What follows belongs to an exercise in optimizing a design on an open flow for small area, a short achievable clock period and few clock cycles per item; a production flow would make more cautious choices.
Function was checked by simulation only, so behaviour that the tests miss may differ from the original.
No activity file was given, so power comes from the tool's default toggle rates.

### flow/design.v
module dz16_rs_dec (
    input             clk,
    input             rst,         
    input             in_valid,
    output            in_ready,
    input      [63:0] in_data,
    output            out_valid,
    input             out_ready,
    output     [63:0] out_data,
    output            out_last,
    output     [1:0]  out_status   
);
    localparam [1:0] ST_CLEAN = 2'd0, ST_CORR = 2'd1, ST_UNCORR = 2'd2, ST_POISON = 2'd3;
    localparam integer NROW = 13;
    localparam [63:0] POISON_S = 64'h917fe9c4ff071064;
    function [7:0] gf_mul(input [7:0] a, input [7:0] b);
        integer i;
        reg [7:0] p, aa;
        begin
            p  = 8'd0;
            aa = a;
            for (i = 0; i < 8; i = i + 1) begin
                if (b[i]) p = p ^ aa;
                aa = {aa[6:0], 1'b0} ^ (aa[7] ? 8'h1D : 8'h00);
            end
            gf_mul = p;
        end
    endfunction
    localparam [3:0] LAM = 4'hf;
    function [3:0] g16_mul(input [3:0] a, input [3:0] b);
        integer i;
        reg [3:0] p, aa;
        begin
            p  = 4'd0;
            aa = a;
            for (i = 0; i < 4; i = i + 1) begin
                if (b[i]) p = p ^ aa;
                aa = {aa[2:0], 1'b0} ^ (aa[3] ? 4'h3 : 4'h0);
            end
            g16_mul = p;
        end
    endfunction
    function [7:0] cm(input [7:0] a, input [7:0] b);
        reg [3:0] m0, m1, m2;
        begin
            m0 = g16_mul(a[3:0], b[3:0]);
            m1 = g16_mul(a[7:4], b[7:4]);
            m2 = g16_mul(a[3:0] ^ a[7:4], b[3:0] ^ b[7:4]);
            cm = {m2 ^ m0, m0 ^ g16_mul(LAM, m1)};
        end
    endfunction
    function [7:0] csq(input [7:0] a);
        reg [3:0] h, l;
        begin
            h = g16_mul(a[7:4], a[7:4]);
            l = g16_mul(a[3:0], a[3:0]);
            csq = {h, l ^ g16_mul(LAM, h)};
        end
    endfunction
    function [3:0] g16_inv(input [3:0] a);
        begin
            case (a)
            4'h0: g16_inv = 4'h0;
            4'h1: g16_inv = 4'h1;
            4'h2: g16_inv = 4'h9;
            4'h3: g16_inv = 4'he;
            4'h4: g16_inv = 4'hd;
            4'h5: g16_inv = 4'hb;
            4'h6: g16_inv = 4'h7;
            4'h7: g16_inv = 4'h6;
            4'h8: g16_inv = 4'hf;
            4'h9: g16_inv = 4'h2;
            4'ha: g16_inv = 4'hc;
            4'hb: g16_inv = 4'h5;
            4'hc: g16_inv = 4'ha;
            4'hd: g16_inv = 4'h4;
            4'he: g16_inv = 4'h3;
            4'hf: g16_inv = 4'h8;
            default: g16_inv = 4'h0;
            endcase
        end
    endfunction
    function cmember(input [7:0] a);
        begin
            case (a)
            8'h01, 8'h02, 8'h03, 8'h04, 8'h08, 8'h13, 8'h17, 8'h18, 8'h1a, 8'h23, 8'h26, 8'h27, 8'h29, 8'h30, 8'h31, 8'h32, 8'h33, 8'h34, 8'h36, 8'h3e, 8'h40, 8'h41, 8'h44, 8'h46, 8'h48, 8'h4c, 8'h4e, 8'h52, 8'h56, 8'h57, 8'h5d, 8'h60, 8'h62, 8'h64, 8'h66, 8'h6b, 8'h6c, 8'h6f, 8'h71, 8'h72, 8'h78, 8'h7a, 8'h80, 8'h82, 8'h83, 8'h88, 8'h89, 8'h8b, 8'h8c, 8'h95, 8'h9a, 8'ha1, 8'ha4, 8'ha5, 8'ha9, 8'hb3, 8'hb9, 8'hba, 8'hc0, 8'hc4, 8'hc5, 8'hc8, 8'hcb, 8'hcd, 8'hd5, 8'he2, 8'he3, 8'he4, 8'he7, 8'hf8, 8'hfb, 8'hfe: cmember = 1'b1;
            default: cmember = 1'b0;
            endcase
        end
    endfunction
    function [7:0] cqsolve(input [7:0] a);
        begin
            cqsolve = 8'h00;
            if (a[0]) cqsolve = cqsolve ^ 8'h06;
            if (a[1]) cqsolve = cqsolve ^ 8'h0a;
            if (a[2]) cqsolve = cqsolve ^ 8'h08;
            if (a[3]) cqsolve = cqsolve ^ 8'h14;
            if (a[4]) cqsolve = cqsolve ^ 8'h78;
            if (a[5]) cqsolve = cqsolve ^ 8'ha7;
            if (a[6]) cqsolve = cqsolve ^ 8'h95;
            if (a[7]) cqsolve = cqsolve ^ 8'h52;
        end
    endfunction
    function [7:0] to_z(input [7:0] a);
        begin
            to_z = 8'h00;
            if (a[0]) to_z = to_z ^ 8'h41;
            if (a[1]) to_z = to_z ^ 8'h51;
            if (a[2]) to_z = to_z ^ 8'h24;
            if (a[3]) to_z = to_z ^ 8'hb0;
            if (a[4]) to_z = to_z ^ 8'hb7;
            if (a[5]) to_z = to_z ^ 8'hff;
            if (a[6]) to_z = to_z ^ 8'h82;
            if (a[7]) to_z = to_z ^ 8'ha2;
        end
    endfunction
    function [7:0] to_poly(input [7:0] a);
        begin
            to_poly = 8'h00;
            if (a[0]) to_poly = to_poly ^ 8'h01;
            if (a[1]) to_poly = to_poly ^ 8'h98;
            if (a[2]) to_poly = to_poly ^ 8'h4e;
            if (a[3]) to_poly = to_poly ^ 8'h0a;
            if (a[4]) to_poly = to_poly ^ 8'h8a;
            if (a[5]) to_poly = to_poly ^ 8'h16;
            if (a[6]) to_poly = to_poly ^ 8'h02;
            if (a[7]) to_poly = to_poly ^ 8'h2d;
        end
    endfunction
    function [7:0] zstep(input [7:0] z);
        zstep = gf_mul(z, 8'h1d);
    endfunction
    function [7:0] cinv(input [7:0] a);
        reg [3:0] d, di;
        begin
            d  = g16_mul(a[3:0], a[3:0] ^ a[7:4]) ^ g16_mul(LAM, g16_mul(a[7:4], a[7:4]));
            di = g16_inv(d);
            cinv = {g16_mul(a[7:4], di), g16_mul(a[3:0] ^ a[7:4], di)};
        end
    endfunction
    reg  [3:0]   in_beat;
    reg  [63:0]  synd;
    reg  [63:0]  ring   [0:NROW-1];
    reg          rvalid [0:NROW-1];
    reg  [3:0]   hdiff;
    reg          at_head;      
    reg  [3:0]   used;
    reg          sv;           
    reg          a_valid;      
    reg          a2_valid;     
    reg          b_valid;      
    reg          cur_valid;    
    reg  [2:0]   out_beat;
    wire offer     = cur_valid & at_head & rvalid[NROW-1];
    wire adv       = at_head & (pop | ~rvalid[NROW-1]);
    wire free_tap  = at_head ? (~rvalid[NROW-1] | pop)
                             : (~rvalid[NROW-1] & ({1'b0, NROW[3:0]} - {1'b0, hdiff} >= {1'b0, used}));
    wire pop       = offer & (~o_valid | out_ready);
    wire is_check  = (in_beat == 4'd8);
    assign in_ready = is_check ? (~b_valid & (~rvalid[NROW-1] | pop)) : free_tap;
    wire take      = in_valid & in_ready;
    wire push      = take & ~is_check;
    wire [63:0] sm = (in_beat == 4'd0) ? 64'd0 : synd;
    wire [63:0] synd_next;
    wire sy_t0 = in_data[61] ^ in_data[62];
    wire sy_t1 = in_data[58] ^ sy_t0;
    wire sy_t2 = in_data[52] ^ in_data[53];
    wire sy_t3 = in_data[5] ^ in_data[14];
    wire sy_t4 = in_data[2] ^ in_data[13];
    wire sy_t5 = in_data[21] ^ in_data[26];
    wire sy_t6 = in_data[54] ^ in_data[55];
    wire sy_t7 = in_data[1] ^ in_data[35];
    wire sy_t8 = in_data[37] ^ in_data[45];
    wire sy_t9 = in_data[6] ^ in_data[46];
    wire sy_t10 = in_data[10] ^ in_data[50];
    wire sy_t11 = in_data[12] ^ in_data[22];
    wire sy_t12 = in_data[18] ^ in_data[30];
    wire sy_t13 = in_data[34] ^ in_data[38];
    wire sy_t14 = in_data[3] ^ in_data[31];
    wire sy_t15 = in_data[29] ^ in_data[39];
    wire sy_t16 = in_data[25] ^ in_data[36];
    wire sy_t17 = in_data[41] ^ in_data[51];
    wire sy_t18 = in_data[60] ^ sy_t1;
    wire sy_t19 = in_data[16] ^ in_data[61];
    wire sy_t20 = in_data[11] ^ in_data[19];
    wire sy_t21 = in_data[27] ^ in_data[43];
    wire sy_t22 = in_data[8] ^ in_data[40];
    wire sy_t23 = in_data[20] ^ in_data[28];
    wire sy_t24 = in_data[15] ^ in_data[23];
    wire sy_t25 = in_data[33] ^ in_data[44];
    wire sy_t26 = in_data[24] ^ in_data[48];
    wire sy_t27 = in_data[4] ^ in_data[7];
    wire sy_t28 = in_data[9] ^ in_data[17];
    wire sy_t29 = in_data[32] ^ in_data[42];
    wire sy_t30 = in_data[47] ^ sy_t4;
    wire sy_t31 = in_data[49] ^ in_data[63];
    wire sy_t32 = sy_t5 ^ sy_t9;
    wire sy_t33 = sy_t2 ^ sy_t23;
    wire sy_t34 = in_data[12] ^ sy_t7;
    wire sy_t35 = sy_t6 ^ sy_t16;
    wire sy_t36 = in_data[57] ^ in_data[59];
    wire sy_t37 = in_data[0] ^ in_data[51];
    wire sy_t38 = in_data[42] ^ sy_t3;
    wire sy_t39 = sy_t8 ^ sy_t13;
    wire sy_t40 = in_data[59] ^ sy_t0;
    wire sy_t41 = sy_t14 ^ sy_t24;
    wire sy_t42 = in_data[60] ^ sy_t36;
    wire sy_t43 = sy_t10 ^ sy_t18;
    wire sy_t44 = in_data[2] ^ in_data[15];
    wire sy_t45 = in_data[56] ^ sy_t19;
    wire sy_t46 = in_data[44] ^ sy_t12;
    wire sy_t47 = sy_t15 ^ sy_t17;
    wire sy_t48 = in_data[18] ^ in_data[28];
    wire sy_t49 = in_data[27] ^ in_data[47];
    wire sy_t50 = in_data[34] ^ in_data[46];
    wire sy_t51 = in_data[21] ^ sy_t20;
    wire sy_t52 = sy_t6 ^ sy_t21;
    wire sy_t53 = in_data[30] ^ sy_t11;
    wire sy_t54 = in_data[37] ^ sy_t27;
    wire sy_t55 = in_data[49] ^ sy_t22;
    wire sy_t56 = in_data[23] ^ sy_t25;
    wire sy_t57 = in_data[9] ^ sy_t29;
    wire sy_t58 = in_data[5] ^ in_data[13];
    wire sy_t59 = in_data[25] ^ in_data[43];
    wire sy_t60 = in_data[7] ^ in_data[26];
    wire sy_t61 = in_data[31] ^ in_data[45];
    wire sy_t62 = in_data[40] ^ in_data[50];
    wire sy_t63 = sm[58] ^ sm[60];
    wire sy_t64 = sy_t21 ^ sy_t28;
    wire sy_t65 = in_data[16] ^ sy_t2;
    wire sy_t66 = in_data[17] ^ sy_t15;
    wire sy_t67 = in_data[48] ^ sy_t31;
    wire sy_t68 = sy_t38 ^ sy_t39;
    wire sy_t69 = in_data[61] ^ sy_t42;
    wire sy_t70 = sy_t25 ^ sy_t30;
    wire sy_t71 = in_data[29] ^ in_data[53];
    wire sy_t72 = in_data[36] ^ in_data[54];
    wire sy_t73 = in_data[22] ^ in_data[54];
    wire sy_t74 = in_data[38] ^ in_data[63];
    wire sy_t75 = in_data[1] ^ in_data[55];
    wire sy_t76 = in_data[6] ^ in_data[15];
    wire sy_t77 = in_data[0] ^ in_data[8];
    wire sy_t78 = in_data[19] ^ in_data[41];
    wire sy_t79 = in_data[11] ^ in_data[20];
    wire sy_t80 = in_data[5] ^ in_data[38];
    wire sy_t81 = in_data[11] ^ in_data[55];
    wire sy_t82 = in_data[27] ^ in_data[42];
    wire sy_t83 = in_data[10] ^ in_data[22];
    wire sy_t84 = sm[59] ^ sm[61];
    wire sy_t85 = in_data[51] ^ sy_t3;
    wire sy_t86 = in_data[49] ^ sy_t16;
    wire sy_t87 = in_data[4] ^ sy_t14;
    wire sy_t88 = in_data[53] ^ sy_t5;
    wire sy_t89 = in_data[32] ^ sy_t10;
    wire sy_t90 = in_data[33] ^ sy_t17;
    wire sy_t91 = in_data[39] ^ sy_t26;
    wire sy_t92 = sy_t56 ^ sy_t61;
    wire sy_t93 = sy_t19 ^ sy_t53;
    wire sy_t94 = in_data[24] ^ sy_t18;
    wire sy_t95 = sy_t11 ^ sy_t43;
    wire sy_t96 = in_data[4] ^ in_data[29];
    wire sy_t97 = in_data[13] ^ in_data[35];
    wire sy_t98 = sm[8] ^ sm[12];
    wire sy_t99 = in_data[34] ^ sm[15];
    wire sy_t100 = in_data[39] ^ in_data[62];
    wire sy_t101 = in_data[3] ^ in_data[37];
    wire sy_t102 = in_data[6] ^ in_data[19];
    wire sy_t103 = in_data[13] ^ in_data[20];
    wire sy_t104 = in_data[40] ^ in_data[48];
    wire sy_t105 = in_data[52] ^ sm[19];
    wire sy_t106 = in_data[8] ^ in_data[36];
    wire sy_t107 = sm[24] ^ sm[27];
    wire sy_t108 = in_data[5] ^ in_data[23];
    wire sy_t109 = sm[32] ^ sm[39];
    wire sy_t110 = in_data[28] ^ in_data[41];
    wire sy_t111 = sm[40] ^ sm[41];
    wire sy_t112 = in_data[25] ^ in_data[54];
    wire sy_t113 = sm[49] ^ sm[52];
    wire sy_t114 = sm[50] ^ sm[53];
    wire sy_t115 = sm[51] ^ sm[54];
    wire sy_t116 = in_data[0] ^ sy_t22;
    wire sy_t117 = sy_t8 ^ sy_t58;
    wire sy_t118 = sy_t8 ^ sy_t9;
    wire sy_t119 = in_data[52] ^ sy_t59;
    wire sy_t120 = sm[13] ^ sy_t3;
    wire sy_t121 = sm[14] ^ sy_t13;
    wire sy_t122 = in_data[16] ^ sy_t20;
    wire sy_t123 = in_data[50] ^ sy_t29;
    wire sy_t124 = sy_t7 ^ sy_t28;
    wire sy_t125 = sy_t11 ^ sy_t44;
    wire sy_t126 = in_data[43] ^ sy_t2;
    wire sy_t127 = in_data[9] ^ sy_t48;
    wire sy_t128 = sy_t37 ^ sy_t50;
    wire sy_t129 = sy_t2 ^ sy_t27;
    wire sy_t130 = sy_t12 ^ sy_t83;
    wire sy_t131 = sm[56] ^ sy_t63;
    wire sy_t132 = sm[62] ^ sy_t84;
    wire sy_t133 = sy_t32 ^ sy_t33;
    wire sy_t134 = in_data[7] ^ sy_t85;
    wire sy_t135 = in_data[31] ^ sy_t46;
    wire sy_t136 = sy_t15 ^ sy_t30;
    wire sy_t137 = sy_t1 ^ sy_t10;
    wire sy_t138 = in_data[10] ^ sy_t45;
    wire sy_t139 = in_data[24] ^ sy_t35;
    wire sy_t140 = sm[18] ^ sy_t47;
    wire sy_t141 = sy_t80 ^ sy_t125;
    wire sy_t142 = sy_t31 ^ sy_t40;
    wire sy_t143 = in_data[4] ^ sy_t45;
    wire sy_t144 = sy_t1 ^ sy_t37;
    wire sy_t145 = in_data[18] ^ sy_t54;
    wire sy_t146 = sy_t4 ^ sy_t68;
    wire sy_t147 = in_data[14] ^ in_data[62];
    wire sy_t148 = in_data[22] ^ in_data[47];
    wire sy_t149 = in_data[17] ^ in_data[42];
    wire sy_t150 = in_data[44] ^ sm[11];
    wire sy_t151 = in_data[0] ^ in_data[3];
    wire sy_t152 = in_data[17] ^ in_data[37];
    wire sy_t153 = in_data[31] ^ sm[17];
    wire sy_t154 = in_data[16] ^ in_data[19];
    wire sy_t155 = sm[28] ^ sm[29];
    wire sy_t156 = in_data[6] ^ in_data[29];
    wire sy_t157 = in_data[40] ^ sm[25];
    wire sy_t158 = in_data[1] ^ in_data[45];
    wire sy_t159 = in_data[33] ^ in_data[48];
    wire sy_t160 = in_data[49] ^ sm[33];
    wire sy_t161 = in_data[36] ^ sm[34];
    wire sy_t162 = in_data[32] ^ sm[35];
    wire sy_t163 = in_data[47] ^ in_data[52];
    wire sy_t164 = in_data[33] ^ in_data[41];
    wire sy_t165 = in_data[28] ^ in_data[34];
    wire sy_t166 = sm[43] ^ sm[45];
    wire sy_t167 = sm[40] ^ sm[46];
    wire sy_t168 = in_data[26] ^ in_data[39];
    wire sy_t169 = in_data[37] ^ sm[48];
    wire sy_t170 = in_data[11] ^ in_data[40];
    wire sy_t171 = in_data[33] ^ sm[63];
    wire sy_t172 = in_data[21] ^ sy_t26;
    wire sy_t173 = in_data[63] ^ sy_t24;
    wire sy_t174 = sy_t12 ^ sy_t71;
    wire sy_t175 = sy_t17 ^ sy_t96;
    wire sy_t176 = sy_t9 ^ sy_t23;
    wire sy_t177 = in_data[35] ^ sy_t60;
    wire sy_t178 = sm[12] ^ sy_t97;
    wire sy_t179 = in_data[26] ^ sy_t7;
    wire sy_t180 = sy_t16 ^ sy_t27;
    wire sy_t181 = sy_t23 ^ sy_t77;
    wire sy_t182 = in_data[30] ^ sy_t104;
    wire sy_t183 = in_data[46] ^ sy_t29;
    wire sy_t184 = in_data[62] ^ sy_t49;
    wire sy_t185 = sy_t12 ^ sy_t21;
    wire sy_t186 = in_data[44] ^ sy_t26;
    wire sy_t187 = in_data[14] ^ sy_t7;
    wire sy_t188 = in_data[17] ^ sy_t19;
    wire sy_t189 = sm[30] ^ sy_t24;
    wire sy_t190 = sm[27] ^ sy_t17;
    wire sy_t191 = in_data[53] ^ sy_t3;
    wire sy_t192 = in_data[43] ^ sy_t6;
    wire sy_t193 = sm[37] ^ sy_t161;
    wire sy_t194 = sy_t44 ^ sy_t102;
    wire sy_t195 = in_data[23] ^ sy_t81;
    wire sy_t196 = sy_t82 ^ sy_t164;
    wire sy_t197 = sy_t5 ^ sy_t8;
    wire sy_t198 = sy_t22 ^ sy_t111;
    wire sy_t199 = in_data[49] ^ sy_t165;
    wire sy_t200 = sm[41] ^ sy_t4;
    wire sy_t201 = in_data[32] ^ sy_t3;
    wire sy_t202 = sy_t7 ^ sy_t79;
    wire sy_t203 = in_data[2] ^ sy_t114;
    wire sy_t204 = in_data[27] ^ sy_t115;
    wire sy_t205 = sy_t28 ^ sy_t72;
    wire sy_t206 = sy_t20 ^ sy_t113;
    wire sy_t207 = in_data[10] ^ sy_t76;
    wire sy_t208 = sm[57] ^ sy_t13;
    wire sy_t209 = sy_t71 ^ sy_t117;
    wire sy_t210 = sy_t40 ^ sy_t52;
    wire sy_t211 = sy_t41 ^ sy_t51;
    wire sy_t212 = in_data[3] ^ sy_t34;
    wire sy_t213 = sy_t25 ^ sy_t51;
    wire sy_t214 = sy_t33 ^ sy_t64;
    wire sy_t215 = sm[9] ^ sy_t119;
    wire sy_t216 = sy_t98 ^ sy_t120;
    wire sy_t217 = sy_t55 ^ sy_t59;
    wire sy_t218 = sy_t65 ^ sy_t99;
    wire sy_t219 = in_data[34] ^ sy_t118;
    wire sy_t220 = sy_t40 ^ sy_t65;
    wire sy_t221 = sy_t77 ^ sy_t89;
    wire sy_t222 = sy_t34 ^ sy_t122;
    wire sy_t223 = sy_t19 ^ sy_t42;
    wire sy_t224 = sy_t26 ^ sy_t90;
    wire sy_t225 = sy_t32 ^ sy_t49;
    wire sy_t226 = sy_t57 ^ sy_t105;
    wire sy_t227 = sy_t13 ^ sy_t47;
    wire sy_t228 = sy_t29 ^ sy_t33;
    wire sy_t229 = sy_t30 ^ sy_t86;
    wire sy_t230 = sy_t62 ^ sy_t190;
    wire sy_t231 = in_data[31] ^ sy_t91;
    wire sy_t232 = sy_t55 ^ sy_t109;
    wire sy_t233 = sm[36] ^ sy_t41;
    wire sy_t234 = sy_t14 ^ sy_t66;
    wire sy_t235 = sy_t46 ^ sy_t67;
    wire sy_t236 = sy_t197 ^ sy_t198;
    wire sy_t237 = sy_t32 ^ sy_t35;
    wire sy_t238 = sy_t41 ^ sy_t200;
    wire sy_t239 = in_data[61] ^ sy_t129;
    wire sy_t240 = sy_t73 ^ sy_t137;
    wire sy_t241 = sy_t86 ^ sy_t214;
    wire sy_t242 = sy_t121 ^ sy_t136;
    wire sy_t243 = sy_t37 ^ sy_t92;
    wire sy_t244 = sy_t39 ^ sy_t139;
    wire sy_t245 = sy_t140 ^ sy_t226;
    wire sy_t246 = sm[16] ^ sy_t141;
    wire sy_t247 = sy_t126 ^ sy_t227;
    wire sy_t248 = in_data[19] ^ sy_t69;
    wire sy_t249 = sy_t70 ^ sy_t107;
    wire sy_t250 = sy_t5 ^ sy_t134;
    wire sy_t251 = sy_t12 ^ sy_t143;
    wire sy_t252 = sy_t18 ^ sy_t26;
    wire sy_t253 = sm[55] ^ sy_t70;
    wire sy_t254 = in_data[13] ^ sy_t145;
    wire sy_t255 = sy_t94 ^ sy_t218;
    wire sy_t256 = sy_t95 ^ sy_t133;
    assign synd_next[0] = in_data[32] ^ sm[0] ^ sy_t45 ^ sy_t116 ^ sy_t172 ^ sy_t209;
    assign synd_next[1] = sm[1] ^ sy_t46 ^ sy_t72 ^ sy_t96 ^ sy_t146 ^ sy_t256;
    assign synd_next[2] = in_data[30] ^ in_data[38] ^ sm[2] ^ sy_t9 ^ sy_t73 ^ sy_t147;
    assign synd_next[3] = in_data[30] ^ in_data[53] ^ sm[3] ^ sy_t15 ^ sy_t74 ^ sy_t97 ^ sy_t118 ^ sy_t134 ^ sy_t148 ^ sy_t210 ^ sy_t211;
    assign synd_next[4] = in_data[36] ^ sm[4] ^ sy_t6 ^ sy_t27 ^ sy_t68 ^ sy_t135 ^ sy_t136 ^ sy_t173 ^ sy_t256;
    assign synd_next[5] = sm[5] ^ sy_t32 ^ sy_t146 ^ sy_t174 ^ sy_t240;
    assign synd_next[6] = sm[6] ^ sy_t69 ^ sy_t117 ^ sy_t175 ^ sy_t212 ^ sy_t213 ^ sy_t241;
    assign synd_next[7] = in_data[21] ^ in_data[61] ^ sm[7] ^ sy_t209;
    assign synd_next[8] = sy_t53 ^ sy_t54 ^ sy_t75 ^ sy_t138 ^ sy_t176 ^ sy_t211 ^ sy_t215 ^ sy_t216 ^ sy_t242;
    assign synd_next[9] = in_data[51] ^ sm[10] ^ sy_t25 ^ sy_t76 ^ sy_t149 ^ sy_t177 ^ sy_t217 ^ sy_t255;
    assign synd_next[10] = in_data[8] ^ in_data[17] ^ in_data[23] ^ sy_t3 ^ sy_t53 ^ sy_t87 ^ sy_t88 ^ sy_t100 ^ sy_t150 ^ sy_t178;
    assign synd_next[11] = in_data[44] ^ sy_t35 ^ sy_t48 ^ sy_t64 ^ sy_t78 ^ sy_t173 ^ sy_t179 ^ sy_t216 ^ sy_t219 ^ sy_t220 ^ sy_t221;
    assign synd_next[12] = in_data[18] ^ in_data[26] ^ sm[11] ^ sm[13] ^ sy_t22 ^ sy_t31 ^ sy_t38 ^ sy_t64 ^ sy_t73 ^ sy_t178 ^ sy_t180 ^ sy_t243 ^ sy_t255;
    assign synd_next[13] = in_data[10] ^ in_data[30] ^ in_data[47] ^ in_data[55] ^ sm[15] ^ sy_t1 ^ sy_t44 ^ sy_t66 ^ sy_t98 ^ sy_t101 ^ sy_t121 ^ sy_t133 ^ sy_t150 ^ sy_t217 ^ sy_t222;
    assign synd_next[14] = in_data[6] ^ sy_t24 ^ sy_t99 ^ sy_t120 ^ sy_t123 ^ sy_t215 ^ sy_t223 ^ sy_t224;
    assign synd_next[15] = in_data[21] ^ sm[10] ^ sm[12] ^ sy_t79 ^ sy_t87 ^ sy_t93 ^ sy_t119 ^ sy_t242;
    assign synd_next[16] = sm[20] ^ sm[21] ^ sy_t20 ^ sy_t124 ^ sy_t135 ^ sy_t138 ^ sy_t140 ^ sy_t181 ^ sy_t225 ^ sy_t244;
    assign synd_next[17] = in_data[23] ^ sm[22] ^ sy_t43 ^ sy_t102 ^ sy_t103 ^ sy_t151 ^ sy_t182 ^ sy_t245;
    assign synd_next[18] = in_data[16] ^ sm[23] ^ sy_t48 ^ sy_t60 ^ sy_t105 ^ sy_t106 ^ sy_t152 ^ sy_t183 ^ sy_t184 ^ sy_t246;
    assign synd_next[19] = in_data[1] ^ in_data[8] ^ in_data[24] ^ in_data[54] ^ sm[20] ^ sy_t48 ^ sy_t57 ^ sy_t142 ^ sy_t153 ^ sy_t213 ^ sy_t247;
    assign synd_next[20] = in_data[47] ^ in_data[48] ^ sm[18] ^ sy_t43 ^ sy_t74 ^ sy_t90 ^ sy_t116 ^ sy_t152 ^ sy_t185 ^ sy_t228;
    assign synd_next[21] = in_data[5] ^ in_data[15] ^ in_data[45] ^ sy_t1 ^ sy_t35 ^ sy_t50 ^ sy_t154 ^ sy_t177 ^ sy_t186 ^ sy_t245;
    assign synd_next[22] = in_data[50] ^ sm[19] ^ sy_t47 ^ sy_t55 ^ sy_t127 ^ sy_t246 ^ sy_t248;
    assign synd_next[23] = sy_t8 ^ sy_t17 ^ sy_t81 ^ sy_t153 ^ sy_t180 ^ sy_t187 ^ sy_t188 ^ sy_t225;
    assign synd_next[24] = in_data[14] ^ sy_t10 ^ sy_t21 ^ sy_t88 ^ sy_t143 ^ sy_t155 ^ sy_t183 ^ sy_t189 ^ sy_t212 ^ sy_t244 ^ sy_t249;
    assign synd_next[25] = in_data[18] ^ sm[31] ^ sy_t43 ^ sy_t101 ^ sy_t107 ^ sy_t156 ^ sy_t157 ^ sy_t229 ^ sy_t250;
    assign synd_next[26] = in_data[24] ^ sm[26] ^ sm[28] ^ sy_t4 ^ sy_t11 ^ sy_t23 ^ sy_t81 ^ sy_t92 ^ sy_t100 ^ sy_t124 ^ sy_t128 ^ sy_t157;
    assign synd_next[27] = in_data[7] ^ in_data[35] ^ sm[26] ^ sy_t9 ^ sy_t16 ^ sy_t26 ^ sy_t30 ^ sy_t74 ^ sy_t82 ^ sy_t155 ^ sy_t220 ^ sy_t230;
    assign synd_next[28] = in_data[52] ^ sm[28] ^ sy_t31 ^ sy_t34 ^ sy_t60 ^ sy_t94 ^ sy_t108 ^ sy_t219 ^ sy_t230;
    assign synd_next[29] = in_data[6] ^ in_data[22] ^ in_data[43] ^ sm[29] ^ sy_t14 ^ sy_t35 ^ sy_t57 ^ sy_t62 ^ sy_t79 ^ sy_t144 ^ sy_t191 ^ sy_t249;
    assign synd_next[30] = in_data[4] ^ in_data[5] ^ in_data[50] ^ sm[25] ^ sy_t28 ^ sy_t34 ^ sy_t69 ^ sy_t176 ^ sy_t189 ^ sy_t229 ^ sy_t231;
    assign synd_next[31] = sm[26] ^ sm[31] ^ sy_t13 ^ sy_t51 ^ sy_t52 ^ sy_t56 ^ sy_t93 ^ sy_t158 ^ sy_t221;
    assign synd_next[32] = in_data[21] ^ sy_t33 ^ sy_t50 ^ sy_t57 ^ sy_t61 ^ sy_t70 ^ sy_t78 ^ sy_t187 ^ sy_t192 ^ sy_t232 ^ sy_t251;
    assign synd_next[33] = in_data[25] ^ sm[39] ^ sy_t8 ^ sy_t50 ^ sy_t95 ^ sy_t122 ^ sy_t159 ^ sy_t160 ^ sy_t181 ^ sy_t233;
    assign synd_next[34] = in_data[24] ^ sy_t46 ^ sy_t52 ^ sy_t123 ^ sy_t147 ^ sy_t193 ^ sy_t194 ^ sy_t234;
    assign synd_next[35] = sm[38] ^ sy_t20 ^ sy_t34 ^ sy_t58 ^ sy_t62 ^ sy_t142 ^ sy_t162 ^ sy_t163 ^ sy_t243;
    assign synd_next[36] = in_data[43] ^ sy_t27 ^ sy_t95 ^ sy_t109 ^ sy_t128 ^ sy_t162 ^ sy_t195 ^ sy_t235;
    assign synd_next[37] = sm[33] ^ sm[35] ^ sy_t20 ^ sy_t66 ^ sy_t103 ^ sy_t129 ^ sy_t158 ^ sy_t196 ^ sy_t232 ^ sy_t233 ^ sy_t240;
    assign synd_next[38] = in_data[2] ^ in_data[9] ^ in_data[14] ^ in_data[27] ^ in_data[32] ^ sy_t51 ^ sy_t69 ^ sy_t91 ^ sy_t92 ^ sy_t130 ^ sy_t160 ^ sy_t193;
    assign synd_next[39] = in_data[38] ^ in_data[49] ^ sm[34] ^ sm[35] ^ sm[38] ^ sy_t30 ^ sy_t38 ^ sy_t110 ^ sy_t174 ^ sy_t179 ^ sy_t188 ^ sy_t192;
    assign synd_next[40] = sm[42] ^ sm[45] ^ sy_t47 ^ sy_t52 ^ sy_t108 ^ sy_t138 ^ sy_t186 ^ sy_t228 ^ sy_t236;
    assign synd_next[41] = sm[46] ^ sy_t54 ^ sy_t64 ^ sy_t135 ^ sy_t148 ^ sy_t166 ^ sy_t194 ^ sy_t199 ^ sy_t252;
    assign synd_next[42] = in_data[9] ^ in_data[53] ^ sm[47] ^ sy_t55 ^ sy_t100 ^ sy_t141 ^ sy_t167 ^ sy_t196 ^ sy_t237;
    assign synd_next[43] = in_data[18] ^ in_data[20] ^ in_data[45] ^ sm[44] ^ sm[47] ^ sy_t20 ^ sy_t21 ^ sy_t40 ^ sy_t67 ^ sy_t75 ^ sy_t85 ^ sy_t87 ^ sy_t111 ^ sy_t123;
    assign synd_next[44] = in_data[0] ^ in_data[4] ^ sm[42] ^ sm[44] ^ sy_t6 ^ sy_t43 ^ sy_t78 ^ sy_t149 ^ sy_t168 ^ sy_t235 ^ sy_t238;
    assign synd_next[45] = in_data[38] ^ sy_t104 ^ sy_t130 ^ sy_t144 ^ sy_t166 ^ sy_t238 ^ sy_t241;
    assign synd_next[46] = sm[42] ^ sy_t32 ^ sy_t38 ^ sy_t75 ^ sy_t106 ^ sy_t159 ^ sy_t167 ^ sy_t185 ^ sy_t223 ^ sy_t234;
    assign synd_next[47] = in_data[38] ^ in_data[41] ^ sm[43] ^ sm[47] ^ sy_t91 ^ sy_t112 ^ sy_t201 ^ sy_t202 ^ sy_t236 ^ sy_t239;
    assign synd_next[48] = in_data[12] ^ in_data[42] ^ sy_t62 ^ sy_t101 ^ sy_t113 ^ sy_t139 ^ sy_t203 ^ sy_t247 ^ sy_t251;
    assign synd_next[49] = in_data[0] ^ sm[49] ^ sy_t14 ^ sy_t28 ^ sy_t60 ^ sy_t110 ^ sy_t146 ^ sy_t195 ^ sy_t204 ^ sy_t252;
    assign synd_next[50] = in_data[6] ^ in_data[20] ^ in_data[62] ^ sm[50] ^ sy_t34 ^ sy_t41 ^ sy_t65 ^ sy_t169 ^ sy_t182 ^ sy_t205 ^ sy_t253;
    assign synd_next[51] = in_data[5] ^ sm[51] ^ sy_t10 ^ sy_t11 ^ sy_t22 ^ sy_t67 ^ sy_t110 ^ sy_t156 ^ sy_t169 ^ sy_t206 ^ sy_t210;
    assign synd_next[52] = in_data[4] ^ in_data[10] ^ sy_t18 ^ sy_t67 ^ sy_t72 ^ sy_t82 ^ sy_t88 ^ sy_t108 ^ sy_t114 ^ sy_t127 ^ sy_t170;
    assign synd_next[53] = in_data[29] ^ in_data[52] ^ in_data[55] ^ sy_t5 ^ sy_t41 ^ sy_t49 ^ sy_t80 ^ sy_t115 ^ sy_t124 ^ sy_t137 ^ sy_t145 ^ sy_t203 ^ sy_t224;
    assign synd_next[54] = in_data[1] ^ in_data[41] ^ sm[48] ^ sy_t22 ^ sy_t35 ^ sy_t42 ^ sy_t54 ^ sy_t93 ^ sy_t168 ^ sy_t204 ^ sy_t207 ^ sy_t253;
    assign synd_next[55] = in_data[29] ^ sm[55] ^ sy_t7 ^ sy_t44 ^ sy_t93 ^ sy_t106 ^ sy_t126 ^ sy_t128 ^ sy_t201 ^ sy_t206;
    assign synd_next[56] = in_data[56] ^ sm[63] ^ sy_t10 ^ sy_t34 ^ sy_t90 ^ sy_t131 ^ sy_t132 ^ sy_t170 ^ sy_t199 ^ sy_t237 ^ sy_t239;
    assign synd_next[57] = in_data[39] ^ sy_t9 ^ sy_t24 ^ sy_t52 ^ sy_t83 ^ sy_t94 ^ sy_t116 ^ sy_t131 ^ sy_t202 ^ sy_t208 ^ sy_t254;
    assign synd_next[58] = in_data[11] ^ in_data[33] ^ in_data[34] ^ in_data[45] ^ sm[57] ^ sy_t2 ^ sy_t57 ^ sy_t84 ^ sy_t130 ^ sy_t131 ^ sy_t184 ^ sy_t250;
    assign synd_next[59] = in_data[20] ^ sy_t4 ^ sy_t63 ^ sy_t66 ^ sy_t78 ^ sy_t112 ^ sy_t132 ^ sy_t142 ^ sy_t172 ^ sy_t191 ^ sy_t208;
    assign synd_next[60] = in_data[12] ^ in_data[40] ^ sm[56] ^ sm[62] ^ sy_t18 ^ sy_t33 ^ sy_t74 ^ sy_t75 ^ sy_t154 ^ sy_t171 ^ sy_t231 ^ sy_t254;
    assign synd_next[61] = in_data[49] ^ sm[57] ^ sm[60] ^ sm[62] ^ sy_t39 ^ sy_t49 ^ sy_t58 ^ sy_t76 ^ sy_t87 ^ sy_t89 ^ sy_t112 ^ sy_t127 ^ sy_t144 ^ sy_t222;
    assign synd_next[62] = sm[61] ^ sy_t11 ^ sy_t63 ^ sy_t68 ^ sy_t88 ^ sy_t151 ^ sy_t171 ^ sy_t205 ^ sy_t207 ^ sy_t248;
    assign synd_next[63] = in_data[8] ^ in_data[25] ^ in_data[61] ^ sy_t28 ^ sy_t32 ^ sy_t56 ^ sy_t89 ^ sy_t103 ^ sy_t132 ^ sy_t163 ^ sy_t175;
    wire [7:0] s0 = synd[7:0],   s1 = synd[15:8],  s2 = synd[23:16], s3 = synd[31:24];
    wire [7:0] a_det = cm(s0, s2) ^ csq(s1);
    wire [7:0] a_A   = cm(s0, s3) ^ cm(s1, s2);
    wire [7:0] a_B   = cm(s1, s3) ^ csq(s2);
    wire       a_case2 = (a_det != 8'd0);
    wire [7:0] a_U   = a_case2 ? a_det : s0;
    wire [7:0] a_V   = a_case2 ? a_A : s1;
    wire [7:0] a_W   = a_case2 ? a_B : 8'd0;
    wire [63:0] hs = ring[2];
    reg  [7:0]  r1_U, r1_V, r1_W;
    reg         r1_clean, r1_poison, r1_case2, r1_Anz, r1_S0nz;
    reg  [7:0]  ra_invU, ra_invV;
    wire [7:0] b_s0 = hs[7:0],   b_s1 = hs[15:8],  b_s2 = hs[23:16], b_s3 = hs[31:24];
    wire [7:0] b_s4 = hs[39:32], b_s5 = hs[47:40], b_s6 = hs[55:48], b_s7 = hs[63:56];
    wire [7:0] sig1 = cm(r1_V, ra_invU);
    wire [7:0] sig2 = cm(r1_W, ra_invU);
    wire [7:0] rho  = cm(r1_U, ra_invV);
    wire [7:0] e2 = b_s4 ^ cm(sig1, b_s3) ^ cm(sig2, b_s2);
    wire [7:0] e3 = b_s5 ^ cm(sig1, b_s4) ^ cm(sig2, b_s3);
    wire [7:0] e4 = b_s6 ^ cm(sig1, b_s5) ^ cm(sig2, b_s4);
    wire [7:0] e5 = b_s7 ^ cm(sig1, b_s6) ^ cm(sig2, b_s5);
    wire       ver_ok = ({e2, e3, e4, e5} == 32'd0);
    wire [7:0] qc   = cm(sig2, csq(rho));
    wire       qtr  = ^(qc & 8'h80);
    reg  [7:0]  rb_sig1, rb_w0, rb_s1rho, rb_s0;
    reg         rb_ok1, rb_ok2, rb_case2, rb_clean, rb_poison;
    wire [7:0] x1   = rb_case2 ? cm(rb_sig1, rb_w0) : rb_sig1;
    wire [7:0] x2   = x1 ^ rb_sig1;
    wire [7:0] y1   = rb_case2 ? (rb_s1rho ^ cm(rb_s0, rb_w0 ^ 8'h01)) : rb_s0;
    wire [7:0] y2   = y1 ^ rb_s0;
    wire       ok1  = rb_ok1 & cmember(x1);
    wire       ok2  = rb_ok2 & cmember(x1) & cmember(x2);
    wire [1:0] c_next_status = rb_clean ? ST_CLEAN : rb_poison ? ST_POISON
                             : (ok1 | ok2) ? ST_CORR : ST_UNCORR;
    reg  [1:0] c_status;
    reg  [7:0] c_z1, c_z2, c_y1, c_y2;
    wire       load_cur = b_valid & (~cur_valid | (pop & (out_beat == 3'd7)));
    reg         o_valid, o_last;
    reg  [1:0]  o_status;
    reg  [63:0] o_data;
    assign out_valid  = o_valid;
    assign out_last   = o_last;
    assign out_status = o_status;
    assign out_data   = o_data;
    reg [63:0] odata;
    integer oj;
    always @* begin
        odata = ring[NROW-1];
        for (oj = 0; oj < 8; oj = oj + 1) begin
            if (c_z1 == (8'h80 >> oj)) odata[8*oj +: 8] = odata[8*oj +: 8] ^ c_y1;
            if (c_z2 == (8'h80 >> oj)) odata[8*oj +: 8] = odata[8*oj +: 8] ^ c_y2;
        end
        if (c_status[1])
            odata = 64'd0;
    end
    integer ri;
    always @(posedge clk) begin
        ring[0]  <= push ? in_data : ring[NROW-1];
        ring[1]  <= sv ? synd : ring[0];
        for (ri = 1; ri < NROW; ri = ri + 1) begin
            if (ri > 1)
                ring[ri] <= ring[ri-1];
            rvalid[ri] <= rvalid[ri-1];
        end
        rvalid[0] <= push | (rvalid[NROW-1] & ~pop);
        if (pop) begin
            o_data   <= odata;
            o_last   <= (out_beat == 3'd7);
            o_status <= c_status;
        end
        if (take)
            synd <= synd_next;
        if (sv) begin
            r1_U      <= a_U;
            r1_V      <= a_V;
            r1_W      <= a_W;
            r1_clean  <= (synd == 64'd0);
            r1_poison <= (synd == POISON_S);
            r1_case2  <= a_case2;
            r1_Anz    <= (a_A != 8'd0);
            r1_S0nz   <= (s0 != 8'd0);
        end
        ra_invU   <= cinv(r1_U);
        ra_invV   <= cinv(r1_V);
        if (a2_valid) begin
            rb_sig1   <= sig1;
            rb_w0     <= cqsolve(qc);
            rb_s1rho  <= cm(b_s1, rho);
            rb_s0     <= b_s0;
            rb_ok1    <= ~r1_case2 & r1_S0nz & ~r1_Anz & ver_ok;
            rb_ok2    <= r1_case2 & r1_Anz & ~qtr & ver_ok;
            rb_case2  <= r1_case2;
            rb_clean  <= r1_clean;
            rb_poison <= r1_poison;
        end
        if (load_cur) begin
            c_status <= c_next_status;
            c_z1     <= to_z(x1);
            c_z2     <= rb_case2 ? to_z(x2) : 8'd0;
            c_y1     <= to_poly(y1);
            c_y2     <= rb_case2 ? to_poly(y2) : 8'd0;
        end else if (pop) begin
            c_z1     <= zstep(c_z1);
            c_z2     <= zstep(c_z2);
        end
        if (rst) begin
            in_beat   <= 4'd0;
            for (ri = 0; ri < NROW; ri = ri + 1)
                rvalid[ri] <= 1'b0;
            hdiff     <= 4'd0;
            o_valid   <= 1'b0;
            at_head   <= 1'b1;
            used      <= 4'd0;
            sv        <= 1'b0;
            a_valid   <= 1'b0;
            a2_valid  <= 1'b0;
            b_valid   <= 1'b0;
            cur_valid <= 1'b0;
            out_beat  <= 3'd0;
        end else begin
            if (take)
                in_beat <= is_check ? 4'd0 : in_beat + 4'd1;
            if (pop)
                o_valid <= 1'b1;
            else if (out_ready)
                o_valid <= 1'b0;
            if (at_head) begin
                hdiff   <= (rvalid[NROW-1] & ~pop) ? NROW - 1 : 4'd0;
                at_head <= ~(rvalid[NROW-1] & ~pop);
            end else begin
                hdiff   <= hdiff - 4'd1;
                at_head <= (hdiff == 4'd1);
            end
            if (push)
                used <= at_head ? NROW : NROW - hdiff + 4'd1;
            else if (adv && used != 4'd0)
                used <= used - 4'd1;
            sv      <= take & is_check;
            a_valid  <= sv;
            a2_valid <= a_valid;
            if (a2_valid)
                b_valid <= 1'b1;
            else if (load_cur)
                b_valid <= 1'b0;
            if (load_cur)
                cur_valid <= 1'b1;
            else if (pop & (out_beat == 3'd7))
                cur_valid <= 1'b0;
            if (pop)
                out_beat <= out_beat + 3'd1;
        end
    end
endmodule
### flow/run.sh
#!/bin/bash
# synth_recipe.tcl (not shown) runs the flow's synth.tcl, then flattens the netlist and writes it again
# the make line also repeats each setting of config.mk as NAME=value (left out here)
make -C /OpenROAD-flow-scripts/flow DESIGN_CONFIG=/design/flow/config.mk WORK_HOME=/design/flow/orfs CLKGATE_MAP_FILE= SYNTH_SCRIPT=/design/flow/synth_recipe.tcl finish
### flow/config.mk
export PLATFORM = sky130hd
export DESIGN_NAME = dz16_rs_dec
export DESIGN_NICKNAME = dz16_rs_dec
export VERILOG_FILES = /design/flow/design.v
export SDC_FILE = /design/flow/constraint.sdc
export NUM_CORES = 4
export LEC_CHECK = 0
export CAP_MARGIN = 20
export CORE_MARGIN = 2
export CORE_UTILIZATION = 40
export SETUP_SLACK_MARGIN = 5
export SLEW_MARGIN = 20
### flow/constraint.sdc
create_clock -name core_clock -period 10.0 [get_ports {clk}]
set_input_delay 2.0000 -clock core_clock [delete_from_list [all_inputs] [get_ports {clk}]]
set_output_delay 2.0000 -clock core_clock [all_outputs]
set_load 0.01 [all_outputs]
==> results of run 1 <==
## sequential cells by signal, summed over array words and instances, names as in the netlist, 7 cells and up
| name | count |
|---|---|
| c_z1 | 8 |
| ra_invV | 8 |
| r1_V | 8 |
| ra_invU | 8 |
| o_data | 64 |
| rvalid | 13 |
| rb_s1rho | 8 |
| r1_U | 8 |
| c_y2 | 8 |
| rb_s0 | 8 |
| rb_sig1 | 8 |
| c_y1 | 8 |
| ring | 832 |
| rb_w0 | 7 |
| c_z2 | 8 |
| r1_W | 8 |
| synd | 64 |
## per-layer routing
metal	GRT usage (%)	routed length, µm
met2	41.2	92200
met3	4.40	17200
met5	0	13
met4	10.2	8600
met1	38.8	96000
## how the worst min path moves through the flow
| stage | slack (ps) | startpoint | cells after the start | to |
|---|---|---|---|---|
| 2_1_floorplan | 310 | ring[9][0] | 0 | ring[10][0] |
| 3_3_place_gp | 310 | ring[10][23] | 0 | ring[11][23] |
| 3_5_place_dp | 310 | ring[9][19] | 0 | ring[10][19] |
| 4_1_cts | 290 | ring[6][37] | 0 | ring[7][37] |
| 5_1_grt | 300 | ring[4][56] | 0 | ring[5][56] |
| 6_report | 300 | ring[6][37] | 0 | ring[7][37] |
## metrics by stage
stage	worst slack [ps]	power [µW]	cell area [µm²]	utilization, %
after global routing	4960	24900	69900	46.7
after global placement	4240	19600	63900	42.8
after CTS	5000	24000	68500	45.9
final	5060	24100	69900	46.8
after detailed placement	4160	19700	63900	42.8
after floorplan	5010	14600	60000	-
## cell usage in the layout, fill, tap and decap left out, drive strengths merged, types with 67 or more instances in the layout
master and count:
clkbuf 155, buf 352, clkdlybuf4s50 134, inv 109, nor2 405, edfxtp 230
nor3 123, and3 74, xor2 435, nand2 658, mux2i 67, mux2 160
nand3 115, o21ai 157, xnor3 70, dfxtp 883, a21oi 207, xnor2 1554
## power groups by stage
stage	registers [µW]	clock network, µW	logic (µW)
6_report	6210	4260	13600
5_1_grt	6210	4520	14200
4_1_cts	6170	4330	13500
3_5_place_dp	6260	0	13400
3_3_place_gp	6260	0	13400
2_1_floorplan	5900	0	8750
## worst register-to-register path, cell delays in order, from the launching register on
cell       delay, ps
edfxtp_1         540
xor2_1           330
nand2_1          140
xor2_2           300
xnor2_2          170
xnor3_2          550
buf_12           170
xnor2_4          170
xnor2_1          700
o22ai_1          250
xnor2_1          180
xnor2_1          350
xnor2_1          110
nor3_1           250
o2111ai_2        210
nor4_2           270
## cell type report
cell class | count | area, µm²
multi-input combinational | 4549 | 34400
sequential | 1113 | 24600
timing repair buffer | 487 | 4090
fill | 13932 | 79500
antenna | 9 | 22.5
clock inverter | 49 | 591
clock buffer | 155 | 3240
inverter | 98 | 389
tap | 2016 | 2520
## logic make-up after synthesis
kind of cell | after synthesis | synth area share, %
fa+ha+maj | 63 | 1.31
flops | 1113 | 41.0
xor+xnor | 2070 | 32.5
compound gates | 596 | 6.11
buf+inv | 478 | 3.12
mux | 229 | 4.20
simple gates | 1590 | 11.8
## timing repair
item / in CTS / in global routing
setup endpoints to repair: 12 / 18
hold buffers: 0 / 0
pin swaps: 6 / 25
cloned: 0 / 1
buffers inserted: 62 / 103
gates resized for setup: 68 / 69
==> results.sh, run 1 <==
export IMPL_die_area_um2=153000
export IMPL_hold_class="flop to flop"
export IMPL_wire_per_inst_um=25.3
export IMPL_power_frac_clock_pct=17.7
export IMPL_tightest_slew_ps=1250
export IMPL_cpMostUsedCell="xnor2_1"
export IMPL_grt_overflow=0
export IMPL_grt_pass1_wl_um=300000
export IMPL_drtIter0Drc=4709
export IMPL_synthTopCellsByCount="xnor2_1 (1539), dfxtp_1 (883), nand2_1 (658), xor2_1 (426), nor2_1 (405)"
export IMPL_wirelength_um=214000
export IMPL_synth_most_common_cell="xnor2_1"
export IMPL_ys_ff_latch=1113
export IMPL_clk_latency_ps=750
export IMPL_crit_fanout=7
export IMPL_io_buffer_count=136
export IMPL_maxSlewViolCount=0
export IMPL_globalplace_congestion=1.05
export IMPL_die_x_um=391
export IMPL_max_stage_delay_ps=1000
export IMPL_p_leak_uw=0.0266
export IMPL_cp_num_buf_inv=2
export IMPL_clock_skew_ps=46.1
export IMPL_synth_edf_count=230
export IMPL_hold_slack_ps=297
export IMPL_htree_levels=3
export IMPL_synth_ff_type="dfxtp_1"
export IMPL_grt_pass1_vias=41194
export IMPL_cts_root_buf="clkbuf_16"
export IMPL_crit_chain="clkdlybuf4s50_1, buf_4, xnor2_1, xor2_1, xnor2_1, xor2_1, xnor2_1, xnor2_1"
export IMPL_power_switching_uw=10900
export IMPL_synth_async_reset_ratio_pct=0
export IMPL_crit_arrival_ps=5410
export IMPL_p_int_uw=13200
export IMPL_clk_pin_slew_ps=60
export IMPL_reg2reg_slack_ps=5140
export IMPL_synth_area_leaders="dfxtp_1 (29%), xnor2_1 (22%), edfxtp_1 (12%)"
export IMPL_start_util_pct=40.2
export IMPL_syn_area_um2=60000
export IMPL_combPwrFrac_pct=56.6
export IMPL_syn_area_per_cell_um2=9.77
export IMPL_drc_errors=0
export IMPL_antenna_left=0
export IMPL_grt_usage_pct=27.2
export IMPL_dp_cells=8097
export IMPL_dp_hpwl_um=159000
export IMPL_ys_warn_count=3
export IMPL_yosysTopAreaCellShare_pct=29.5
export IMPL_synth_seq_area_share_pct=41.0
export IMPL_grt_max_degree=72
export IMPL_startpoint="in_data[22]"
export IMPL_status="no timing/DRC/antenna violations"
export IMPL_cpMaxStageDelayCell="xnor2_1"
export IMPL_cp_endpoint="synd[42]"
export IMPL_syn_num_nets=6270
export IMPL_finalSetupTns_ps=0
export IMPL_cts_tree="yes"
export IMPL_area_growth_pct=16.5
export IMPL_routed_via_density=5.27
export IMPL_die_y_um=391
export IMPL_fmax_mhz=202
export IMPL_antenna_found_initial=8
export IMPL_r2r_cells=15
export IMPL_cp_required_ps=10470
export IMPL_io_pins=137
export IMPL_clock_sink_count=1113
export IMPL_swShare_pct=45.2
export IMPL_relSlewSlack_pct=16.1
export IMPL_dr_pass1_iters=6
export IMPL_synth_cell_types=79
export IMPL_num_nets_final=6491
export IMPL_power_per_cell_area_nw_per_um2=345
export IMPL_finalCriticalPeriod_ps=4940
export IMPL_cp_depth=8
export IMPL_endpoint_kind="flop"
export IMPL_coreArea_um2=149000
export IMPL_cts_made_buffers=111
export IMPL_hold_viol=0
export IMPL_regToRegStartpoint="r1_W[4]"
export IMPL_crit_type="input pin to flop"
export IMPL_num_rows=142
export IMPL_synthCells=6139
export IMPL_crit_reg2reg_capture="rb_ok2"
export IMPL_via_count=44638
export IMPL_critPathLaunchType="input pin"
export IMPL_vdd_ir_drop_max_mv=0.969
export IMPL_yosys_area_top_type="dfxtp_1"
export IMPL_power_share_sequential_pct=25.7
export IMPL_setup_viol=0
export IMPL_critical_path_top_delay_family="XOR/XNOR gates"
export IMPL_final_cells=8476
export IMPL_cap_viol_max_count=0
export IMPL_drive_gt1_share_pct=13.5
export IMPL_rsz0062_at_grt="no"
export IMPL_finalCritPeriodShare_pct=49.4
export IMPL_clockBufferDepth=3
Testbench counts, summed over its fixed seeds: cycles 17,384, items 1,920.
==> run 2: changes to the inputs <==
--- a/flow/design.v
+++ b/flow/design.v
@@ -12,5 +12,5 @@
 );
     localparam [1:0] ST_CLEAN = 2'd0, ST_CORR = 2'd1, ST_UNCORR = 2'd2, ST_POISON = 2'd3;
-    localparam integer NROW = 13;
+    localparam integer NROW = 12;
     localparam [63:0] POISON_S = 64'h917fe9c4ff071064;
     function [7:0] gf_mul(input [7:0] a, input [7:0] b);
@@ -128,4 +128,9 @@
         end
     endfunction
+    function [7:0] lanes(input [7:0] z);
+        integer j;
+        for (j = 0; j < 8; j = j + 1)
+            lanes[j] = (z == (8'h80 >> j));
+    endfunction
     function [7:0] zstep(input [7:0] z);
         zstep = gf_mul(z, 8'h1d);
@@ -152,13 +157,16 @@
     reg          cur_valid;    
     reg  [2:0]   out_beat;
-    wire offer     = cur_valid & at_head & rvalid[NROW-1];
+    reg         o_valid;
+    reg  [63:0] o_data;
+    wire take      = o_valid & cur_valid & out_ready;
+    wire offer     = at_head & rvalid[NROW-1];
     wire adv       = at_head & (pop | ~rvalid[NROW-1]);
     wire free_tap  = at_head ? (~rvalid[NROW-1] | pop)
                              : (~rvalid[NROW-1] & ({1'b0, NROW[3:0]} - {1'b0, hdiff} >= {1'b0, used}));
-    wire pop       = offer & (~o_valid | out_ready);
+    wire pop       = offer & (~o_valid | take);
     wire is_check  = (in_beat == 4'd8);
     assign in_ready = is_check ? (~b_valid & (~rvalid[NROW-1] | pop)) : free_tap;
-    wire take      = in_valid & in_ready;
-    wire push      = take & ~is_check;
+    wire in_take   = in_valid & in_ready;
+    wire push      = in_take & ~is_check;
     wire [63:0] sm = (in_beat == 4'd0) ? 64'd0 : synd;
     wire [63:0] synd_next;
@@ -520,23 +528,21 @@
     reg  [1:0] c_status;
     reg  [7:0] c_z1, c_z2, c_y1, c_y2;
-    wire       load_cur = b_valid & (~cur_valid | (pop & (out_beat == 3'd7)));
-    reg         o_valid, o_last;
-    reg  [1:0]  o_status;
-    reg  [63:0] o_data;
-    assign out_valid  = o_valid;
-    assign out_last   = o_last;
-    assign out_status = o_status;
-    assign out_data   = o_data;
+    reg  [7:0] c_m1, c_m2;      
+    wire       load_cur = b_valid & (~cur_valid | (take & (out_beat == 3'd7)));
+    assign out_valid  = o_valid & cur_valid;
+    assign out_last   = (out_beat == 3'd7);
+    assign out_status = c_status;
     reg [63:0] odata;
     integer oj;
     always @* begin
-        odata = ring[NROW-1];
+        odata = o_data;
         for (oj = 0; oj < 8; oj = oj + 1) begin
-            if (c_z1 == (8'h80 >> oj)) odata[8*oj +: 8] = odata[8*oj +: 8] ^ c_y1;
-            if (c_z2 == (8'h80 >> oj)) odata[8*oj +: 8] = odata[8*oj +: 8] ^ c_y2;
+            if (c_m1[oj]) odata[8*oj +: 8] = odata[8*oj +: 8] ^ c_y1;
+            if (c_m2[oj]) odata[8*oj +: 8] = odata[8*oj +: 8] ^ c_y2;
         end
         if (c_status[1])
             odata = 64'd0;
     end
+    assign out_data = odata;
     integer ri;
     always @(posedge clk) begin
@@ -549,10 +555,7 @@
         end
         rvalid[0] <= push | (rvalid[NROW-1] & ~pop);
-        if (pop) begin
-            o_data   <= odata;
-            o_last   <= (out_beat == 3'd7);
-            o_status <= c_status;
-        end
-        if (take)
+        if (pop)
+            o_data <= ring[NROW-1];
+        if (in_take)
             synd <= synd_next;
         if (sv) begin
@@ -583,9 +586,13 @@
             c_z1     <= to_z(x1);
             c_z2     <= rb_case2 ? to_z(x2) : 8'd0;
+            c_m1     <= lanes(to_z(x1));
+            c_m2     <= rb_case2 ? lanes(to_z(x2)) : 8'd0;
             c_y1     <= to_poly(y1);
             c_y2     <= rb_case2 ? to_poly(y2) : 8'd0;
-        end else if (pop) begin
+        end else if (take) begin
             c_z1     <= zstep(c_z1);
             c_z2     <= zstep(c_z2);
+            c_m1     <= lanes(zstep(c_z1));
+            c_m2     <= lanes(zstep(c_z2));
         end
         if (rst) begin
@@ -604,9 +611,9 @@
             out_beat  <= 3'd0;
         end else begin
-            if (take)
+            if (in_take)
                 in_beat <= is_check ? 4'd0 : in_beat + 4'd1;
             if (pop)
                 o_valid <= 1'b1;
-            else if (out_ready)
+            else if (take)
                 o_valid <= 1'b0;
             if (at_head) begin
@@ -621,5 +628,5 @@
             else if (adv && used != 4'd0)
                 used <= used - 4'd1;
-            sv      <= take & is_check;
+            sv      <= in_take & is_check;
             a_valid  <= sv;
             a2_valid <= a_valid;
@@ -630,7 +637,7 @@
             if (load_cur)
                 cur_valid <= 1'b1;
-            else if (pop & (out_beat == 3'd7))
+            else if (take & (out_beat == 3'd7))
                 cur_valid <= 1'b0;
-            if (pop)
+            if (take)
                 out_beat <= out_beat + 3'd1;
         end
==> flow/flow/run.sh (new file) <==
#!/bin/bash
# The standard layout (standard.sh, unchanged synthesis and steps), except
# that the input and output ports are buffered with buf_2 cells instead of
# the default port buffer cell. Full make output goes to standard.log.
set -uo pipefail
export BUFFER_PORTS_ARGS="-buffer_cell sky130_fd_sc_hd__buf_2"
bash standard.sh > standard.log 2>&1
==> flow/standard.sh (new file) <==
#!/bin/bash
# synth_recipe.tcl (not shown) runs the flow's synth.tcl, then flattens the netlist and writes it again
# the make line also repeats each setting of config.mk as NAME=value (left out here)
make -C /OpenROAD-flow-scripts/flow DESIGN_CONFIG=/design/flow/config.mk WORK_HOME=/design/flow/orfs CLKGATE_MAP_FILE= SYNTH_SCRIPT=/design/flow/synth_recipe.tcl "${@:-finish}"
removed: flow/run.sh
==> run 2 against run 1 <==
  * Setup slack improved by 3.5 ps
  * Total power fell by 3.0%
  * Combinational power barely moved
  * Sequential power fell by 2%
  * Cell count fell by 3.3%
  * Fmax barely moved
  * Area after synthesis fell by 1.0%
  * Critical path type is now flop to output pin
  * Largest cell class unchanged
  * Highest routed layer unchanged
==> results.sh, run 2 <==
export IMPL_drc_errors=0
export IMPL_cap_viol_max_count=0
export IMPL_hold_end="ring[6][18]"
export IMPL_clockBufferDepth=3
export IMPL_final_common_cell="xnor2_1"
export IMPL_fmax_mhz=203
export IMPL_finalSetupTns_ps=0
export IMPL_clock_sink_count=1061
export IMPL_synth_edf_count=243
export IMPL_synth_most_common_cell="xnor2_1"
export IMPL_ctsHoldBuffers=0
export IMPL_syn_area_per_cell_um2=9.71
export IMPL_drtIter0Drc=4501
export IMPL_critical_path_top_delay_family="flip-flops"
export IMPL_finalCritPeriodShare_pct=49.4
export IMPL_wirelength_um=199000
export IMPL_num_nets_final=6307
export IMPL_area_growth_pct=12.3
export IMPL_critPathLaunchType="flop"
export IMPL_dp_cells=7899
export IMPL_routed_via_density=5.25
export IMPL_largest_reg_flops=768
export IMPL_yosys_area_top_type="dfxtp_1"
export IMPL_p_int_uw=13000
export IMPL_crit_fanout=8
export IMPL_dp_hpwl_um=149000
export IMPL_ys_ff_latch=1061
export IMPL_finalCriticalPeriod_ps=4940
export IMPL_power_switching_uw=10400
export IMPL_hold_class="flop to flop"
export IMPL_vdd_ir_drop_max_mv=0.671
export IMPL_synth_seq_area_share_pct=39.9
export IMPL_globalplace_congestion=0.997
export IMPL_ys_warn_count=3
export IMPL_grt_pass1_wl_um=284000
export IMPL_synthCells=6115
export IMPL_yosysTopAreaCellShare_pct=27.6
export IMPL_wire_per_inst_um=24.3
export IMPL_p_leak_uw=0.0254
export IMPL_reg2reg_slack_ps=5120
export IMPL_relSlewSlack_pct=27.0
export IMPL_antenna_left=0
export IMPL_clock_skew_ps=75.3
export IMPL_hp_start="ring[5][18]"
export IMPL_htree_levels=3
export IMPL_cts_root_buf="clkbuf_16"
export IMPL_io_buffer_count=136
export IMPL_grt_pass1_vias=40355
export IMPL_io_pins=137
export IMPL_crit_chain="nand2_1, xor2_1, xnor2_1, nor2_1, buf_2"
export IMPL_syn_area_um2=59400
export IMPL_regMostFlops="ring"
export IMPL_rsz0062_at_grt="yes"
export IMPL_tightest_slew_ps=1090
export IMPL_die_y_um=389
export IMPL_power_share_sequential_pct=26.0
export IMPL_r2r_cells=17
export IMPL_crit_reg2reg_capture="rb_ok2"
export IMPL_maxSlewViolCount=0
export IMPL_syn_num_nets=6248
export IMPL_setup_viol=0
export IMPL_grt_overflow=0
export IMPL_holdPathStages=0
export IMPL_via_count=43047
export IMPL_num_rows=141
export IMPL_cp_num_buf_inv=1
export IMPL_coreArea_um2=147000
export IMPL_regToRegStartpoint="r1_V[5]"
export IMPL_clk_pin_slew_ps=60
export IMPL_synth_area_leaders="dfxtp_1 (28%), xnor2_1 (23%), edfxtp_1 (12%)"
export IMPL_power_frac_clock_pct=17.3
export IMPL_die_area_um2=152000
export IMPL_final_cell_mix="xnor2_1 (1499), dfxtp_1 (808), nand2_1 (803)"
export IMPL_power_per_cell_area_nw_per_um2=351
export IMPL_reg_largest_list="ring x768, o_data x64, synd x64"
export IMPL_cpMaxStageDelayCell="edfxtp_1"
export IMPL_crit_arrival_ps=2940
export IMPL_grt_usage_pct=25.6
export IMPL_swShare_pct=44.5
export IMPL_synth_ff_type="dfxtp_1"
export IMPL_synthTopCellsByCount="xnor2_1 (1527), dfxtp_1 (818), nand2_1 (806), xor2_1 (509), nor2_1 (466)"
export IMPL_drive_gt1_share_pct=12.8
export IMPL_cp_required_ps=8000
export IMPL_crit_type="flop to output pin"
export IMPL_synth_cell_types=92
export IMPL_die_x_um=389
export IMPL_cts_tree="yes"
export IMPL_status="no timing/DRC/antenna violations"
export IMPL_hold_viol=0
export IMPL_final_cells=8195
export IMPL_synth_async_reset_ratio_pct=0
export IMPL_antenna_found_initial=18
export IMPL_endpoint_kind="output pin"
export IMPL_max_stage_delay_ps=1050
export IMPL_dr_pass1_iters=6
export IMPL_grt_max_degree=65
export IMPL_combPwrFrac_pct=56.8
export IMPL_clk_latency_ps=750
export IMPL_cts_made_buffers=103
export IMPL_start_util_pct=40.3
-- run 2: logic make-up after synthesis --
family | count (synthesis) | synth area share, %
mux | 229 | 4.26
simple gates | 1610 | 11.5
flops | 1061 | 39.9
xor+xnor | 2157 | 34.3
fa+ha+maj | 65 | 1.37
compound gates | 523 | 5.45
buf+inv | 470 | 3.22
-- run 2: worst register-to-register path: cells and delay by family (launching register included) --
| kind | cells | cell delay, ps |
|---|---|---|
| DFF | 1 | 370 |
| and+or+nand+nor | 2 | 360 |
| xor gates and xnor gates | 8 | 2420 |
| buffers and inverters | 3 | 630 |
| muxes | 2 | 410 |
| AOI/OAI and AO/OA | 2 | 540 |
-- run 2: layout make-up --
class / instances / area, µm²
fill: 14006 / 80800
multi-input combinational: 4584 / 34400
clock buffer: 139 / 2960
antenna: 1 / 2.50
inverter: 97 / 372
clock inverter: 56 / 651
sequential: 1061 / 23700
tap: 1930 / 2410
timing repair buffer: 327 / 2170
-- run 2: layer usage --
metal  vias to the layer above  global-route usage (%)  wire [µm]
li1                      19857                       -          -
met1                     20797                    35.4      85300
met2                      2012                    39.0      86000
met3                       377                    4.76      18800
met4                         4                    10.9       9170
met5                         -                       0         28
-- run 2: per-stage QoR --
step	setup WS [ps]	total power (µW)	hold slack, ps	util (%)	cell area, µm²
2_1_floorplan	5060	14700	310	-	59400
3_3_place_gp	4170	19200	310	41.8	61600
3_5_place_dp	4240	19200	312	41.8	61700
4_1_cts	4970	23400	265	44.6	65700
5_1_grt	4970	24300	294	45.2	66700
6_report	5060	23400	270	45.2	66700
-- run 2: how the worst max path moves through the flow --
stage	from	endpoint	slack, ps	depth (start not counted)
finish	c_y1[1]	out_data[33]	5060	5
global route	rb_sig1[4]	c_status[1]	4970	18
CTS	rb_sig1[7]	c_status[1]	4970	16
detailed placement	rb_sig1[6]	c_status[1]	4240	16
global placement	rb_sig1[6]	c_status[1]	4170	17
floorplan	out_ready	in_beat[2]	5060	11
-- run 2: power groups by stage --
| stage | Clock, µW | Combinational [µW] | Sequential, µW |
|---|---|---|---|
| 6_report | 4030 | 13300 | 6070 |
| 3_3_place_gp | 0 | 13100 | 6120 |
| 4_1_cts | 4120 | 13200 | 6040 |
| 2_1_floorplan | 0 | 9050 | 5690 |
| 5_1_grt | 4290 | 13900 | 6090 |
| 3_5_place_dp | 0 | 13100 | 6130 |
-- run 2: what timing repair did --
| action | in CTS | in global routing |
|---|---|---|
| pin swaps | 2 | 9 |
| resized for setup | 39 | 58 |
| endpoints found under the setup margin | 27 | 28 |
| setup buffers | 30 | 70 |
Testbench counts of run 2, summed over its fixed seeds: cycles 17,376, items 1,920.

static timing again, ports no longer ideal:
The flow's constraints put no driver on any port. The routed layouts listed below were extracted and timed again, unchanged, in two steps.
Step 1 (the two cells are an assumption about what drives the block):
set clk [get_ports {clk}]
set_driving_cell -lib_cell sky130_fd_sc_hd__clkbuf_16 $clk
set_driving_cell -lib_cell sky130_fd_sc_hd__buf_2 [delete_from_list [all_inputs] $clk]
Step 2, shift: input delay + t, output delay - t, t = (earliest + latest rising clock arrival at the registers) / 2. This alone moves slack from input paths to output paths.
a / b / c = ideal ports / drivers / drivers and shift; a / b = the first two.
run	shift t [ns]	setup slack, ns	hold slack, ns	latest minus earliest clock arrival (ns)	slew at the worst register clock pin (ns)
run 1	0.814	5.060 / 5.066 / 4.253	0.297 / 0.297 / 0.297	0.052 / 0.051	0.08 / 0.08
run 2	0.785	5.064 / 4.991 / 4.553	0.270 / 0.270 / 0.270	0.075 / 0.075	0.08 / 0.08
After both steps setup and hold are still met in every run listed. For run 1, which loses most, drivers alone change the setup slack by +0.006 ns; drivers and shift together by -0.807 ns.
